Context: an optimization exercise on an open-source flow, tuned for small area, a short achievable clock period and few clock cycles per item. The choices shown serve that exercise and are no tape-out recipe.
Function was checked by simulation only, so behaviour that the tests miss may differ from the original.
No activity file was given, so power comes from the tool's default toggle rates.

`design/flow/design.v`:
```
module sha256_lane (
    input  wire         clk,
    input  wire         rst,
    input  wire         in_valid,
    output wire         in_ready,
    input  wire [31:0]  in_data,
    input  wire         in_last,
    input  wire [2:0]   in_nbytes,
    output wire         out_valid,
    output wire [255:0] out_digest
);
    localparam [31:0] IV0 = 32'h6a09e667, IV1 = 32'hbb67ae85,
                      IV2 = 32'h3c6ef372, IV3 = 32'ha54ff53a,
                      IV4 = 32'h510e527f, IV5 = 32'h9b05688c,
                      IV6 = 32'h1f83d9ab, IV7 = 32'h5be0cd19;
    function [31:0] rotr(input [31:0] x, input integer n);
        rotr = (x >> n) | (x << (32 - n));
    endfunction
    function [31:0] bkadd(input [31:0] u, input [31:0] v);
        reg [31:0] gg, pp;
        integer k, l;
        begin
            gg = u & v;
            pp = u ^ v;
            for (l = 1; l < 32; l = l * 2)
                for (k = 2 * l - 1; k < 32; k = k + 2 * l) begin
                    gg[k] = gg[k] | (pp[k] & gg[k - l]);
                    pp[k] = pp[k] & pp[k - l];
                end
            for (l = 8; l >= 1; l = l / 2)
                for (k = 3 * l - 1; k < 32; k = k + 2 * l) begin
                    gg[k] = gg[k] | (pp[k] & gg[k - l]);
                    pp[k] = pp[k] & pp[k - l];
                end
            bkadd = u ^ v ^ {gg[30:0], 1'b0};
        end
    endfunction
    function [63:0] csa(input [31:0] x, input [31:0] y, input [31:0] z);
        csa = {x ^ y ^ z, ((x & y) | (x & z) | (y & z)) << 1};
    endfunction
    reg         run;       
    reg         idle;      
    reg  [5:0]  j;         
    reg  [1:0]  sc;        
    reg  [8:0]  stc;       
    reg         inmsg;     
    reg         need80;    
    reg         lenok;     
    reg         lastblk;   
    reg         first;     
    reg         dv1, ov;   
    reg  [25:0] nblk;      
    reg         inc;       
    reg  [5:0]  lenlo;     
    reg         bnd;       
    reg         fin;       
    reg         hadd;      
    reg         sched;     
    reg         slotq;     
    reg         rdyq;      
    reg         fh62, fh63, fh0;   
    reg         h64;       
    reg  [31:0] a, b, c, d, e, f, g;      
    reg  [31:0] p;                       
    reg  [31:0] wn;                      
    reg  [31:0] w [1:15];                
    reg  [31:0] xa, xe;                  
    reg  [31:0] kt;                      
    reg  [31:0] ra0, ra1, ra2, ra3;      
    reg  [31:0] re0, re1, re2, re3;      
    wire [5:0]  kaddr = idle ? {5'd0, sc != 2'd2} : j + 6'd1;
    reg  [31:0] kn;
    always @(*) begin
        case (kaddr)
                6'd0: kn = 32'h428a2f98; 6'd1: kn = 32'h71374491;
                6'd2: kn = 32'hb5c0fbcf; 6'd3: kn = 32'he9b5dba5;
                6'd4: kn = 32'h3956c25b; 6'd5: kn = 32'h59f111f1;
                6'd6: kn = 32'h923f82a4; 6'd7: kn = 32'hab1c5ed5;
                6'd8: kn = 32'hd807aa98; 6'd9: kn = 32'h12835b01;
                6'd10: kn = 32'h243185be; 6'd11: kn = 32'h550c7dc3;
                6'd12: kn = 32'h72be5d74; 6'd13: kn = 32'h80deb1fe;
                6'd14: kn = 32'h9bdc06a7; 6'd15: kn = 32'hc19bf174;
                6'd16: kn = 32'he49b69c1; 6'd17: kn = 32'hefbe4786;
                6'd18: kn = 32'h0fc19dc6; 6'd19: kn = 32'h240ca1cc;
                6'd20: kn = 32'h2de92c6f; 6'd21: kn = 32'h4a7484aa;
                6'd22: kn = 32'h5cb0a9dc; 6'd23: kn = 32'h76f988da;
                6'd24: kn = 32'h983e5152; 6'd25: kn = 32'ha831c66d;
                6'd26: kn = 32'hb00327c8; 6'd27: kn = 32'hbf597fc7;
                6'd28: kn = 32'hc6e00bf3; 6'd29: kn = 32'hd5a79147;
                6'd30: kn = 32'h06ca6351; 6'd31: kn = 32'h14292967;
                6'd32: kn = 32'h27b70a85; 6'd33: kn = 32'h2e1b2138;
                6'd34: kn = 32'h4d2c6dfc; 6'd35: kn = 32'h53380d13;
                6'd36: kn = 32'h650a7354; 6'd37: kn = 32'h766a0abb;
                6'd38: kn = 32'h81c2c92e; 6'd39: kn = 32'h92722c85;
                6'd40: kn = 32'ha2bfe8a1; 6'd41: kn = 32'ha81a664b;
                6'd42: kn = 32'hc24b8b70; 6'd43: kn = 32'hc76c51a3;
                6'd44: kn = 32'hd192e819; 6'd45: kn = 32'hd6990624;
                6'd46: kn = 32'hf40e3585; 6'd47: kn = 32'h106aa070;
                6'd48: kn = 32'h19a4c116; 6'd49: kn = 32'h1e376c08;
                6'd50: kn = 32'h2748774c; 6'd51: kn = 32'h34b0bcb5;
                6'd52: kn = 32'h391c0cb3; 6'd53: kn = 32'h4ed8aa4a;
                6'd54: kn = 32'h5b9cca4f; 6'd55: kn = 32'h682e6ff3;
                6'd56: kn = 32'h748f82ee; 6'd57: kn = 32'h78a5636f;
                6'd58: kn = 32'h84c87814; 6'd59: kn = 32'h8cc70208;
                6'd60: kn = 32'h90befffa; 6'd61: kn = 32'ha4506ceb;
                6'd62: kn = 32'hbef9a3f7; default: kn = 32'hc67178f2;
        endcase
    end
    wire fill     = (j[5:4] == 2'b00);           
    wire slot     = slotq;
    wire rdy      = rdyq;
    wire take_in  = rdy & in_valid;
    wire take_pad = run & fill & ~inmsg;
    assign in_ready   = rdy;
    assign out_valid  = ov;
    assign out_digest = {ra0, ra1, ra2, ra3, re0, re1, re2, re3};
    wire        nbfull = in_nbytes[2];
    reg  [31:0] lastw;
    always @(*) begin
        case (in_nbytes[1:0])
            2'd0:    lastw = 32'h80000000;
            2'd1:    lastw = {in_data[31:24], 24'h800000};
            2'd2:    lastw = {in_data[31:16], 16'h8000};
            default: lastw = {in_data[31:8], 8'h80};
        endcase
    end
    wire [31:0] inw    = (in_last & ~nbfull) ? lastw : in_data;
    wire [34:0] bitlen = {nblk, lenlo, 3'd0};
    wire [31:0] padw   = need80                      ? 32'h80000000 :
                         (lenok && j[3:0] == 4'd14)  ? {29'd0, bitlen[34:32]} :
                         (lenok && j[3:0] == 4'd15)  ? bitlen[31:0]  : 32'd0;
    wire [31:0] wordin = inmsg ? inw : padw;
    reg        run_n, idle_n;
    reg  [5:0] j_n;
    always @(*) begin
        run_n  = run;
        idle_n = idle;
        j_n    = j;
        if (run) begin
            if (fin) begin
                run_n  = 1'b0;           
                idle_n = 1'b1;
            end else if (fill & inmsg & ~in_valid) begin
                run_n  = 1'b0;           
            end else begin
                j_n = j + 6'd1;
            end
        end else if (take_in) begin
            run_n  = 1'b1;
            idle_n = 1'b0;
            j_n    = j + 6'd1;
        end
        if (rst) begin
            run_n  = 1'b0;
            idle_n = 1'b1;
            j_n    = 6'd0;
        end
    end
    wire j_last = (j_n == 6'd0);
    wire [8:0] stc_n = (run | stc == 9'd419) ? 9'd0 : stc + 9'd1;
    wire slot_n  = ~rst & (((run & fin) | (~run & idle)) ? (sc == 2'd2) : (stc_n == 9'd419));
    wire fin_n   = ~rst & run & (j == 6'd63) & lastblk;
    wire inmsg_n = rst | ((take_in & in_last) ? 1'b0 :
                          (take_pad & j[3:0] == 4'd15 & lenok) ? 1'b1 : inmsg);
    wire [31:0] w15_n = (take_in | take_pad) ? wordin : (sched & run) ? wn : w[1];
    wire [31:0] iva = (sc == 2'd0) ? IV3 : (sc == 2'd1) ? IV2 : (sc == 2'd2) ? IV1 : IV0;
    wire [31:0] ive = (sc == 2'd0) ? IV7 : (sc == 2'd1) ? IV6 : (sc == 2'd2) ? IV5 : IV4;
    wire [31:0] gop = bnd ? re1 : g;
    wire [31:0] s1  = rotr(e, 6) ^ rotr(e, 11) ^ rotr(e, 25);
    wire [31:0] ch  = (e & f) ^ (~e & g);
    wire [31:0] s0  = rotr(a, 2) ^ rotr(a, 13) ^ rotr(a, 22);
    wire [31:0] maj = (a & b) ^ (a & c) ^ (b & c);
    wire [63:0] ca1 = csa(p, ch, s1);
    wire [63:0] ca2 = csa(xa, maj, s0);
    wire [63:0] ca3 = csa(ca1[63:32], ca1[31:0], ca2[63:32]);
    wire [63:0] ca4 = csa(ca3[63:32], ca3[31:0], ca2[31:0]);
    wire [31:0] a_rnd = bkadd(ca4[63:32], ca4[31:0]);
    wire [63:0] ce2 = csa(ca1[63:32], ca1[31:0], xe);
    wire [63:0] ce3 = csa(ce2[63:32], ce2[31:0], d);
    wire [31:0] e_rnd = bkadd(ce3[63:32], ce3[31:0]);
    wire [31:0] opA  = fh62 ? IV3 : fh63 ? IV2 : fh0 ? IV1 : h64 ? 32'd0 : ra3;
    wire [31:0] opE  = fh62 ? IV7 : fh63 ? IV6 : fh0 ? IV5 : h64 ? 32'd0 : re3;
    wire [31:0] addA = bkadd(opA, (hadd | h64) ? a : 32'd0);
    wire [31:0] addE = bkadd(opE, (hadd | h64) ? e : 32'd0);
    wire [31:0] ws0 = rotr(w[2], 7) ^ rotr(w[2], 18) ^ (w[2] >> 3);
    wire [31:0] ws1 = rotr(w[15], 17) ^ rotr(w[15], 19) ^ (w[15] >> 10);
    wire [63:0] wn_c1 = csa(ws1, w[10], ws0);
    wire [63:0] wn_cs = csa(wn_c1[63:32], wn_c1[31:0], w[1]);
    wire [63:0] p_cs  = csa(gop, kt, fill ? 32'd0 : wn);
    integer i;
    always @(posedge clk) begin
        for (i = 1; i < 15; i = i + 1)
            w[i] <= w[i + 1];
        w[15] <= w15_n;
        kt    <= kn;
        xa    <= (run & j == 6'd63) ? (first ? IV0 : ra1) : (fill | ~run) ? wordin : 32'd0;
        xe    <= (run & j == 6'd63) ? (first ? IV4 : re1) : (fill | ~run) ? wordin : 32'd0;
        wn    <= bkadd(wn_cs[63:32], wn_cs[31:0]);
        if (run | idle)
            p <= bkadd(p_cs[63:32], p_cs[31:0]);
        if (idle) begin
            {a, b, c, d, e, f, g} <= {iva, a, b, c, ive, e, f};
        end else if (!run) begin
            {a, b, c, d, e, f, g} <= {g, a, b, c, d, e, f};
        end else if (bnd) begin
            {a, b, c, d, e, f, g} <= {a_rnd, addA, ra0, ra1, e_rnd, addE, re0};
        end else begin
            {a, b, c, d, e, f, g} <= {a_rnd, a, b, c, e_rnd, e, f};
        end
        ra0 <= addA;  ra1 <= ra0;  ra2 <= ra1;  ra3 <= ra2;
        re0 <= addE;  re1 <= re0;  re2 <= re1;  re3 <= re2;
        h64   <= bnd;
        stc   <= stc_n;
        run   <= run_n;
        idle  <= idle_n;
        j     <= j_n;
        bnd   <= ~rst & run & (j == 6'd63);
        hadd  <= ~rst & run & (j == 6'd61 | j == 6'd62 | j == 6'd63);
        sched <= ~rst & ((run & (j >= 6'd15) & (j != 6'd63)) | (~run & ~idle & (j == 6'd15)));
        fh62  <= ~rst & run & first & (j == 6'd61);
        fh63  <= ~rst & run & first & (j == 6'd62);
        fh0   <= ~rst & run & first & (j == 6'd63);
        slotq <= slot_n;
        rdyq  <= inmsg_n & (run_n ? ((j_n[5:4] == 2'b00) & ~fin_n) : slot_n);
        if (rst) begin
            sc      <= 2'd0;
            inmsg   <= 1'b1;
            need80  <= 1'b0;
            lenok   <= 1'b0;
            lastblk <= 1'b0;
            first   <= 1'b1;
            dv1     <= 1'b0;
            ov      <= 1'b0;
            fin     <= 1'b0;
            nblk    <= 26'd0;
            inc     <= 1'b0;
        end else begin
            sc  <= sc + 2'd1;
            inc <= take_in & (j[3:0] == 4'd15) & ~(in_last & ~nbfull);
            if (inc)
                nblk <= nblk + 26'd1;
            fin <= fin_n;
            dv1 <= fin;
            ov  <= dv1;
            if (take_in) begin
                if (in_last) begin
                    lenlo  <= nbfull ? {j[3:0] + 4'd1, 2'b00} : {j[3:0], in_nbytes[1:0]};
                    inmsg  <= 1'b0;
                    need80 <= nbfull;
                    lenok  <= ~nbfull && (j[3:0] <= 4'd13);
                end
            end
            if (take_pad) begin
                if (need80) begin
                    need80 <= 1'b0;
                    lenok  <= (j[3:0] <= 4'd13);
                end else if (j[3:0] == 4'd0) begin
                    lenok  <= 1'b1;
                end
                if (j[3:0] == 4'd15 && lenok) begin
                    lastblk <= 1'b1;
                    lenok   <= 1'b0;
                    inmsg   <= 1'b1;
                    nblk    <= 26'd0;
                end
            end
            if (bnd) begin
                first   <= lastblk;
                lastblk <= 1'b0;
            end
        end
    end
endmodule
```
`design/flow/flow/run.sh`:
```
#!/bin/bash
# Standard ORFS layout with three changes to how it is built:
#  - synthesis maps adders with ABC like the rest of the logic instead of
#    extracting full and half adder cells (ADDER_MAP_FILE empty); the
#    registers are the standard synthesis's;
#  - ports are buffered with the smallest buffer (buf_1) rather than the one
#    buffer_ports picks by default;
#  - clock tree synthesis inserts no dummy load cells and builds the tree
#    from clkbuf_8 cells, each leaf buffer driving up to 14 flip-flops.
set -euo pipefail
export ADDER_MAP_FILE=
export BUFFER_PORTS_ARGS="-buffer_cell sky130_fd_sc_hd__buf_1"
export CTS_ARGS="-sink_clustering_enable -repair_clock_nets -dont_use_dummy_load -buf_list {sky130_fd_sc_hd__clkbuf_8} -sink_clustering_size 14 -sink_clustering_max_diameter 80"
bash standard.sh > standard.log 2>&1
```
`design/flow/standard.sh`:
```
#!/bin/bash
# synth_recipe.tcl (not shown) runs the flow's synth.tcl, then flattens the netlist and writes it again
# the make line also repeats each setting of config.mk as NAME=value (left out here)
make -C /OpenROAD-flow-scripts/flow DESIGN_CONFIG=/design/flow/config.mk WORK_HOME=/design/flow/orfs CLKGATE_MAP_FILE= SYNTH_SCRIPT=/design/flow/synth_recipe.tcl "${@:-finish}"
```
`design/flow/config.mk`:
```
export PLATFORM = sky130hd
export DESIGN_NAME = sha256_lane
export DESIGN_NICKNAME = sha256_lane
export VERILOG_FILES = /design/flow/design.v
export SDC_FILE = /design/flow/constraint.sdc
export NUM_CORES = 4
export LEC_CHECK = 0
export ABC_AREA = 1
export CAP_MARGIN = 30
export CORE_MARGIN = 2
export CORE_UTILIZATION = 45
export PLACE_DENSITY = 0.65
export SETUP_SLACK_MARGIN = 5
export SLEW_MARGIN = 40
```
`design/flow/constraint.sdc`:
```
create_clock -name core_clock -period 10.0 [get_ports {clk}]
set_input_delay 2.0000 -clock core_clock [delete_from_list [all_inputs] [get_ports {clk}]]
set_output_delay 2.0000 -clock core_clock [all_outputs]
set_load 0.01 [all_outputs]
```
==> notes.md, run 1 <==
- Clock network fraction of total power: approximately 14%
- Seq/Total Area, Yosys: roughly 43%
- Cell Int Power: roughly 9.4 mW
- Post-Synthesis Cells: just under 8000
- Post-route clock period utilization: approximately 48%
- Most common cell after layout, fill and taps aside: nand2_1
- Syn Area/Cell: just over 7 µm²
- CP Max Fanout: 6
- Slew Limit Fails: 0
- DP Worst Slack: 5300 ps
- Synth warnings: 2
- TritonCTS clock tree: done
- Register bit total from synthesis: about 1200
- Most frequent cells in the layout: nand2_1, dfxtp_1, inv_1
- Post-Syn Area: about 56000 µm²
- Effective utilization at floorplan: 45.3%
- CORE AREA: 124000 µm²
- Post-synth top flop: dfxtp_1
- Final WS setup: approximately 5200 ps
- Fin nets: 8236
- Area growth syn-to-layout: 7.36%
- Die Width: between 300 and 400 µm
- Via density: between 5 and 6
- Setup TNS: 0 ps
- Routed WL: between 200000 and 250000 µm
- # Post-CTS Setup Buffers: 0
- PwrDens: a little under 300 nW/µm²
- Crit path launch type: register
- Leakage power: between 30 and 40 nW
- Vias post-DR: around 52000
- First-pass GRT wire length: roughly 310000 µm
- VDD IR max: around 0.19 mV
- Max-slew headroom: 39.1%
- Worst-path clk slew: 110 ps
- Synth top area cells: dfxtp_1, nand2_1, inv_1
- Skew final: 83.0 ps
- Vias in the first global route: approximately 47000
- Top cell type's share of synthesized area: between 40% and 50%
- Drt pass-1 iters: 7
- HP Class: reg -> reg
- HPWL Detailed: around 180000 µm
- DR iter-0 viols: ~5200
- DR WL/cell: about 23 µm
- CP required: 10730 ps
- Antenna violations before repair: 23
- Worst-skew pair later-pin latency: ~850 ps
- GRT Total Usage: between 30% and 40%
- Port buffer count: between 200 and 300
- Total CTS buffers: roughly 100
- Crit path DAT: roughly 5500 ps
- CTS root buffer: clkbuf_8
- H-Tree Depth: 3
- Distinct cells, synth: 70
- GRT overflow: 0
- Largest net degree at the start of global routing: 180
- # hold bufs at CTS: 0
- Largest area contributor in the netlist: dfxtp_1
- Final setup vio count: 0
- Switch share: about 47%
- Post-route minimum period: between 4000 and 5000 ps
- Filler cell count: ~13000
- Syn nets: 7972
- Final Hold Viols: 0
- Outcome: finished clean
- Sequential Power Share: between 30% and 40%
- Setup Crit Path Kind: reg -> reg
- Fmax: around 210 MHz
- Drc violations: 0
- Worst slew pin tran: ~900 ps
- Max clock buf depth: 3
- Synth async-reset ratio: 0%
- Comb power frac: 52.1%
- Clock Sinks: 1188
- Unrepaired setup endpoints after global routing: no
- Routed Antenna Nets: 0
- Die Span Y: 357 µm
- Die area: 127000 µm²
- Site Rows: around 130
- Share of layout cells above drive strength 1: 5.55%
- GPL Wtd Cong: roughly 1.0
- P_sw: ~8.3 mW
- CTS resizes: 0
- Nature of the critical path endpoint: register
- Max_cap viols: 0
- Post-synth EDFFs: 38
- I/O Pins: a little under 300
-- worst max-delay path, cell delays in order (launching register included) --
cell,delay [ps]
dfxtp_1,740
inv_1,400
nand2_1,170
nand3_1,380
nand2_1,270
xor2_1,220
nand2_1,130
nand2_1,70
nand2_1,80
nand3_1,110
nand3_1,100
o21ai_1,370
nand3_1,170
nand3_2,200
nand2_1,90
nand2_2,220
nand2_2,120
nand2_4,110
nand2_4,80
nand2_4,70
nand2_2,70
nand2_2,60
nand2_2,60
nand3_1,60
nand3_1,130
nand2_1,110
nand2_1,60
-- metrics by stage --
stage / instance area (µm²) / util [%] / hold slack (ps) / power, mW / instances
after floorplan: 56100 / - / 310 / 12.8 / 7933
after global placement: 58800 / 47.5 / 310 / 14.9 / 9731
after detailed placement: 58800 / 47.5 / 312 / 15.1 / 9731
after CTS: 60200 / 48.7 / 271 / 17.6 / 9832
after global routing: 60200 / 48.7 / 280 / 19.0 / 9834
final: 60200 / 48.7 / 300 / 17.6 / 9838
-- power groups by stage --
| stage | logic, mW | clock network [mW] | registers, mW |
|---|---|---|---|
| 6_report | 9.19 | 2.49 | 5.96 |
| 5_1_grt | 10.4 | 2.70 | 5.99 |
| 4_1_cts | 9.07 | 2.55 | 5.94 |
| 3_5_place_dp | 9.03 | 0 | 6.04 |
| 3_3_place_gp | 8.89 | 0 | 6.03 |
| 2_1_floorplan | 7.08 | 0 | 5.73 |
-- cell families after synthesis --
family                   count (synthesis)  synth area share, %
AND/OR/NAND/NOR                       4017                 30.1
buffers and inverters                 1235                 8.60
flip-flops                            1188                 43.1
AO/OA/AOI/OAI                          960                 9.63
XOR/XNOR                               522                 8.36
multiplexers                             8                0.143
adder cells (fa/ha/maj)                  3               0.0536
-- flip-flops by register name (all words and copies together), names as in the netlist, 9 cells and up --
name,count
stc,9
re1,32
re2,32
d,32
ra0,32
re3,32
wn,32
nblk,26
ra2,32
w,480
kt,32
e,32
a,32
xa,32
xe,32
p,32
ra3,32
c,32
b,32
g,32
ra1,32
f,32
re0,32
-- Yosys cell counts, types with 12 or more instances --
library cell / number
a21boi_0: 16
a21o_1: 15
a21oi_1: 216
a31oi_1: 43
buf_2: 30
clkbuf_1: 114
dfxtp_1: 1150
edfxtp_1: 38
inv_1: 997
inv_2: 53
nand2_1: 2698
nand2_2: 76
nand3_1: 492
nand3_2: 25
nand3b_1: 53
nand4_1: 49
nor2_1: 414
nor3_1: 61
nor4_1: 12
o211ai_1: 32
o21ai_0: 482
o21ai_1: 40
o21bai_1: 12
o221ai_1: 14
o31ai_1: 12
or2_1: 29
or2_2: 78
xnor2_1: 206
xor2_1: 302
-- final cells by class --
cell class	instances	area [µm²]	share of cell area, %
timing repair buffer	338	1440	2.39
sequential	1188	24200	40.2
clock buffer	101	1390	2.31
multi-input combinational	5510	27100	45.1
antenna	6	15.0	0.0249
tap	1637	2050	3.40
inverter	1058	3980	6.62
-- worst paths after layout --
path	start	end	slack, ps	depth (start not counted)
max	a[24]$_DFF_P_	a[31]$_DFF_P_	5230	26
min reg2reg	w[5][1]$_DFF_P_	w[4][1]$_DFF_P_	300	0
min	w[5][1]$_DFF_P_	w[4][1]$_DFF_P_	300	0
max reg2reg	a[24]$_DFF_P_	a[31]$_DFF_P_	5230	26
-- metal layers --
layer / up-vias / GRT usage, % / share of wire (%)
li1: 25300 / - / -
met2: 2255 / 53.0 / 43
met4: 10 / 19.2 / 6.4
met1: 24100 / 45.1 / 42
met5: - / 0 / 0.031
met3: 496 / 5.37 / 8.4
Testbench counts, summed over its fixed seeds: cycles 1,485,080, bytes 1,481,700.
==> inputs of run 2 (changes only) <==
--- a/design/flow/flow/run.sh
+++ b/design/flow/flow/run.sh
@@ -1,3 +1,3 @@
 #!/bin/bash
-# Standard ORFS layout with three changes to how it is built:
+# Standard ORFS layout with four changes to how it is built:
 #  - synthesis maps adders with ABC like the rest of the logic instead of
@@ -8,3 +8,5 @@
 #  - clock tree synthesis inserts no dummy load cells and builds the tree
-#    from clkbuf_8 cells, each leaf buffer driving up to 14 flip-flops.
+#    from clkbuf_8 cells, each leaf buffer driving up to 14 flip-flops;
+#  - timing repair aims for 6.2 ns of setup slack (the clock and its
+#    constraints are unchanged; this only makes repair work harder).
 set -euo pipefail
@@ -13,2 +15,3 @@
 export CTS_ARGS="-sink_clustering_enable -repair_clock_nets -dont_use_dummy_load -buf_list {sky130_fd_sc_hd__clkbuf_8} -sink_clustering_size 14 -sink_clustering_max_diameter 80"
+export SETUP_SLACK_MARGIN=6.2
 bash standard.sh > standard.log 2>&1
--- a/design/flow/config.mk
+++ b/design/flow/config.mk
@@ -12,3 +12,2 @@
 export PLACE_DENSITY = 0.65
-export SETUP_SLACK_MARGIN = 5
 export SLEW_MARGIN = 40
==> run 2 against run 1 <==
Compared with the run above: die area unchanged; hold slack worse by 3.0 ps; global-route usage up 0.26 points; highest routed layer unchanged; still clean; sequential power about the same; combinational power up 8.2%; area after synthesis unchanged; count of clock-buffer cells in the layout unchanged; sequential share of layout area down 1.8 points; sequential cell count unchanged; synthesized cell count unchanged; total power up 4.3%; via count up 2.2%.
==> notes.md, run 2 <==
- Routed Antenna Nets: 0
- GRT overflow: 0
- VDD IR max: 0.204 mV
- Synth async-reset ratio: 0%
- CTS root buffer: clkbuf_8
- Reg-to-Reg End: e[13]$_DFF_P_
- Via density: approximately 5.3
- Biggest register: w
- GR Util met1: 45.1%
- Largest area contributor in the netlist: dfxtp_1
- Drt pass-1 iters: 8
- CP Max Fanout: 2
- Worst Min Path Start: w[5][1]$_DFF_P_
- RR Startpoint: e[2]$_DFF_P_
- Critical path, cell by cell: buf_1
- Tot Pwr: around 18 mW
- Fmax: between 200 and 300 MHz
- Worst-skew pair later-pin latency: between 800 and 900 ps
- Site Rows: about 130
- Most frequent cells after synthesis: nand2_1, dfxtp_1, inv_1, nand3_1, o21ai_0
- Outcome: finished clean
- Max clock buf depth: 3
- Worst hold slack: ~300 ps
- R2R depth: 25
- Area growth syn-to-layout: 13.6%
- WP depth: 1
- Antenna violations before repair: 26
- Register bit total from synthesis: roughly 1200
- Met2 usage: between 50% and 60%
- Fin util: 51.5%
- Max_cap viols: 0
- Share of layout cells above drive strength 1: 12.4%
- Worst-path clk slew: ~110 ps
- R2R setup slack: around 6300 ps
- Total CTS buffers: 101
- WP buf/inv: 1
- Synth top area cells: dfxtp_1, nand2_1, inv_1
- GPL Wtd Cong: between 1 and 1.5
- Met3 Track Usage GR: 5.92%
- Port buffer count: 296
- CP required: roughly 8000 ps
- PwrDens: roughly 290 nW/µm²
- Most common cell after layout, fill and taps aside: nand2_1
- DR WL/cell: ~23 µm
- Leakage power: between 30 and 40 nW
- HPWL Detailed: ~180000 µm
- Count leader, synth: nand2_1
- DR iter-0 viols: about 5000
- Final Hold Viols: 0
- HP Class: reg -> reg
- Seq/Total Area, Yosys: between 40% and 50%
- Nature of the critical path endpoint: output pin
- Hold EP: w[4][1]$_DFF_P_
- Skew final: 80.1 ps
- Vias in the first global route: around 47000
- Routed WL: ~230000 µm
- Crit-path slowest cell: dfxtp_1
- Post-route clock period utilization: between 30% and 40%
- Crit path DAT: between 1500 and 2000 ps
- Max reg flops: 480
- Worst slew pin tran: about 940 ps
- Syn Area/Cell: roughly 7.1 µm²
- Most frequent cells in the layout: nand2_1, dfxtp_1, inv_1
- I/O Pins: 297
- Post-Synthesis Cells: 7933
- First-pass GRT wire length: around 320000 µm
- TritonCTS clock tree: done
- CORE AREA: between 100000 and 150000 µm²
- Syn nets: roughly 8000
- Post-route minimum period: 3730 ps
- Drc violations: 0
- Distinct cells, synth: 70
- Cell family with most CP delay: flip-flops
- Unrepaired setup endpoints after global routing: yes
- Filler cell count: ~12000
- # hold bufs at CTS: 0
- Largest net degree at the start of global routing: 180
- Final setup vio count: 0
- Final WS setup: 6270 ps
- Crit path launch type: register
- Clock Sinks: 1188
- Die area: ~130000 µm²
- Slew Limit Fails: 0
- Max-slew headroom: between 30% and 40%
- Post-synth top flop: dfxtp_1
- Fin nets: approximately 8400
- Post-Syn Area: 56100 µm²
- Post-synth EDFFs: 38
- Effective utilization at floorplan: ~45%
- Vias post-DR: 53300
- Setup TNS: 0 ps
- Die Span Y: 357 µm
- Top cell type's share of synthesized area: 41.1%
- CP max stage delay: 650 ps
- Hold depth: 0
- DP Worst Slack: around 5300 ps
- Setup Crit Path Kind: reg -> out
- Critical Path Source: re3[28]$_DFF_P_
- GRT Total Usage: 34.4%
- Synth warnings: 2
- Most crowded layer after global routing: met2
- H-Tree Depth: 3
- Die Width: 357 µm
run 2: through the flow:
step	instance area, µm²	std cells
2_1_floorplan	56100	7933
3_3_place_gp	58800	9731
3_5_place_dp	58800	9731
4_1_cts	61100	9866
5_1_grt	63700	9974
6_report	63700	9976
run 2: power breakdown:
part / internal [mW] / switching, mW / total [mW]
logic: 3.43 / 6.51 / 9.94
clock network: 0.898 / 1.59 / 2.49
registers: 5.40 / 0.563 / 5.97
run 2: kinds of logic after synthesis:
family	synth area share (%)
DFF	43.1
xor gates and xnor gates	8.36
adders and majority gates	0.0536
AOI/OAI and AO/OA	9.63
buffers and inverters	8.60
and+or+nand+nor	30.1
muxes	0.143
run 2: cell type report:
class                      count  area [µm²]  area share, %
antenna                        4        10.0         0.0157
clock buffer                 101        1390           2.18
inverter                    1058        4170           6.54
multi-input combinational   5510       28800           45.3
sequential                  1188       24400           38.4
tap                         1637        2050           3.22
timing repair buffer         477        2780           4.37
timing repair inverter         1        8.76         0.0138
run 2: worst max-delay path by stage:
stage | to | slack (ps)
floorplan | xe[20]$_DFF_P_ | 6830
global placement | b[31]$_DFF_P_ | 5090
detailed placement | b[31]$_DFF_P_ | 5300
CTS | b[31]$_DFF_P_ | 6190
global route | e[31]$_DFF_P_ | 6070
finish | out_digest[28] | 6270
run 2: layer usage:
metal | wire length [µm] | share of wire (%)
met4 | 16300 | 7.2
met2 | 97700 | 43
met5 | 108 | 0.047
met3 | 20500 | 9.0
met1 | 93200 | 41
run 2: timing repair:
action / in CTS / in global routing
cloned: 2 / 4
setup buffers: 32 / 102
setup endpoints to repair: 189 / 120
pin swaps: 3 / 98
resized for setup: 221 / 433
==> inputs of run 3 (changes only) <==
--- a/design/flow/flow/run.sh
+++ b/design/flow/flow/run.sh
@@ -9,3 +9,3 @@
 #    from clkbuf_8 cells, each leaf buffer driving up to 14 flip-flops;
-#  - timing repair aims for 6.2 ns of setup slack (the clock and its
+#  - timing repair aims for 6.5 ns of setup slack (the clock and its
 #    constraints are unchanged; this only makes repair work harder).
@@ -15,3 +15,3 @@
 export CTS_ARGS="-sink_clustering_enable -repair_clock_nets -dont_use_dummy_load -buf_list {sky130_fd_sc_hd__clkbuf_8} -sink_clustering_size 14 -sink_clustering_max_diameter 80"
-export SETUP_SLACK_MARGIN=6.2
+export SETUP_SLACK_MARGIN=6.5
 bash standard.sh > standard.log 2>&1
==> run 3 against run 2 <==
Compared with the run above: wire length increased by 2.2%; die area unchanged; still clean on timing, DRC and antenna; global-route usage increased by 0.66 points; utilization increased by 2.7 points; highest routed layer unchanged.
==> notes.md, run 3 <==
- Worst hold slack: between 300 and 400 ps
- First-pass GRT wire length: around 320000 µm
- Placed inst area: 58800 µm²
- Die Width: roughly 360 µm
- Synth async-reset ratio: 0%
- CORE AREA: between 100000 and 150000 µm²
- Largest net degree at the start of global routing: 180
- Share of layout cells above drive strength 1: about a fifth
- Final instance area: about 67000 µm²
- CP max stage delay: between 300 and 400 ps
- Post-Syn Area: 56100 µm²
- Setup TNS: 0 ps
- Unrepaired setup endpoints after global routing: yes
- Most frequent cells after synthesis: nand2_1, dfxtp_1, inv_1, nand3_1, o21ai_0
- Leakage power: approximately 33 nW
- Fmax: 276 MHz
- Post-Synthesis Cells: roughly 7900
- Total CTS buffers: 101
- GRT Total Usage: roughly a third
- Worst-path clk slew: 110 ps
- PwrDens: between 300 and 400 nW/µm²
- Register bit total from synthesis: roughly 1200
- DP Worst Slack: approximately 5300 ps
- R2R setup slack: between 6000 and 7000 ps
- Count leader, synth: nand2_1
- Routed Antenna Nets: 0
- Max_cap viols: 0
- Vias in the first global route: around 48000
- Biggest register: w
- DR iter-0 viols: 5191
- Synth warnings: 2
- Drt pass-1 iters: 6
- GPL Wtd Cong: between 1 and 1.5
- Site Rows: about 130
- Largest area contributor in the netlist: dfxtp_1
- Port buffer count: 296
- Skew final: 84.3 ps
- Area growth syn-to-layout: 19.6%
- Post-route minimum period: 3620 ps
- Worst-skew pair later-pin latency: roughly 860 ps
- Crit path DAT: roughly 4300 ps
- Drc violations: 0
- Most common cell after layout, fill and taps aside: nand2_1
- Fin util: approximately 54%
- Antenna violations before repair: 26
- Effective utilization at floorplan: between 40% and 50%
- Max reg flops: 480
- HP Class: reg -> reg
- Worst slew pin tran: just over 900 ps
- Max clock buf depth: 3
- Distinct cells, synth: 70
- Crit path launch type: register
- Max-slew headroom: between 30% and 40%
- Top cell type's share of synthesized area: about two fifths
- Post-route clock period utilization: approximately 36%
- Slew Limit Fails: 0
- Outcome: finished clean
- I/O Pins: 297
- Die Span Y: about 360 µm
- CP Max Fanout: 4
- Vias post-DR: roughly 54000
- Final std cells w/o fill: slightly above 10000
- Die area: 127000 µm²
- Syn nets: around 8000
- Nature of the critical path endpoint: register
- Syn Area/Cell: about 7.1 µm²
- CP required: between 10000 and 15000 ps
- Seq/Total Area, Yosys: a little over two fifths
- CTS root buffer: clkbuf_8
- Synth top area cells: dfxtp_1, nand2_1, inv_1
- TritonCTS clock tree: done
- GRT overflow: 0
- HPWL Detailed: ~180000 µm
- H-Tree Depth: 3
- Tot Pwr: about 20 mW
- Most frequent cells in the layout: nand2_1, inv_1, dfxtp_1
- Final setup vio count: 0
- Post-synth EDFFs: 38
- Final Hold Viols: 0
- Placed cell count: slightly below 10000
- Fin nets: ~8500
- Via density: approximately 5.4
- Final WS setup: between 6000 and 7000 ps
- Setup Crit Path Kind: reg -> reg
- Post-synth top flop: dfxtp_1
- Clock Sinks: approximately 1200
- DR WL/cell: about 23 µm
- Routed WL: approximately 230000 µm
- Crit-path slowest cell: dfxtp_4
- VDD IR max: ~0.25 mV
==> run 3: cell counts after synthesis <==
No cell type changed its count.
==> run 3: critical path, delay by kind of cell, from the launching register on <==
family	cells	cell delay [ps]
compound gates	3	660
xor+xnor	2	430
buf+inv	5	570
flops	1	390
simple gates	17	1420
==> run 3: routing by layer <==
metal / global-route usage (%) / wire [µm]
met5: 0 / 93
met4: 20.5 / 17000
met3: 6.13 / 20700
met2: 54.5 / 101000
met1: 45.6 / 94200
==> run 3: cell type report <==
type	count	area (µm²)
diodes	5	12.5
clock buffers	101	1390
fillers	12100	56600
inverters	1058	4220
multi-input cells	5510	30800
flip-flops and latches	1188	24700
well taps	1637	2050
repair buffers	592	3890
repair inverters	1	8.76
==> run 3: final timing paths <==
kind               startpoint               to  cells after the start
max          e[28]$_SDFF_PP1_    e[27]$_DFF_P_                     27
min reg2reg   w[5][1]$_DFF_P_  w[4][1]$_DFF_P_                      0
min           w[5][1]$_DFF_P_  w[4][1]$_DFF_P_                      0
max reg2reg  e[28]$_SDFF_PP1_    e[27]$_DFF_P_                     27
==> run 3: kinds of logic after synthesis <==
logic type      after synthesis  share of synthesized area [%]
buf+inv                    1235                           8.60
compound gates              960                           9.63
simple gates               4017                           30.1
mux                           8                          0.143
fa+ha+maj                     3                         0.0536
flops                      1188                           43.1
xor+xnor                    522                           8.36
==> run 3: power breakdown <==
part	internal [mW]	total, mW	switching, mW	leakage (nW)
logic	4.25	11.6	7.39	21.9
clock network	0.898	2.49	1.60	0.726
registers	5.41	5.97	0.568	9.99
total	10.6	20.1	9.56	32.6
==> run 3: timing repair <==
action	4_1_cts	5_1_grt
endpoints found under the setup margin	363	156
endpoints found under the hold margin	0	0
setup buffers	117	130
gates resized for setup	661	729
hold buffers	0	0
gates cloned	7	1
pin swaps	72	219

## afterwards: timing with drivers on the ports
Ports are ideal in the flow. The routed layouts listed here were re-timed in OpenROAD. Step 1: set_driving_cell puts a clkbuf_16 on clk and a buf_2 on each other input, an assumption about the parent block. Step 2 moves the port delays by t, midway between the first and last clock arrival at a register: inputs arrive t later, outputs are due t later. That takes back most of the time a late clock gives input paths. a / b / c = no drivers / after step 1 / after step 2; a / b = the first two.
run | t, ns | slack for setup (ns) | slew at the worst register clock pin (ns) | worst slew at a driven data input, ns
run 1 | 0.907 | 5.234 / 5.234 / 5.234 | 0.11 / 0.11 | 0.10
run 2 | 0.906 | 6.271 / 6.197 / 5.630 | 0.11 / 0.11 | 0.11
run 3 | 0.914 | 6.379 / 6.379 / 5.692 | 0.11 / 0.11 | 0.11
After both steps setup and hold are still met in every run listed. The setup slack of run 3, which loses most, moves by 0.000 ns with the drivers and by -0.687 ns with both steps.
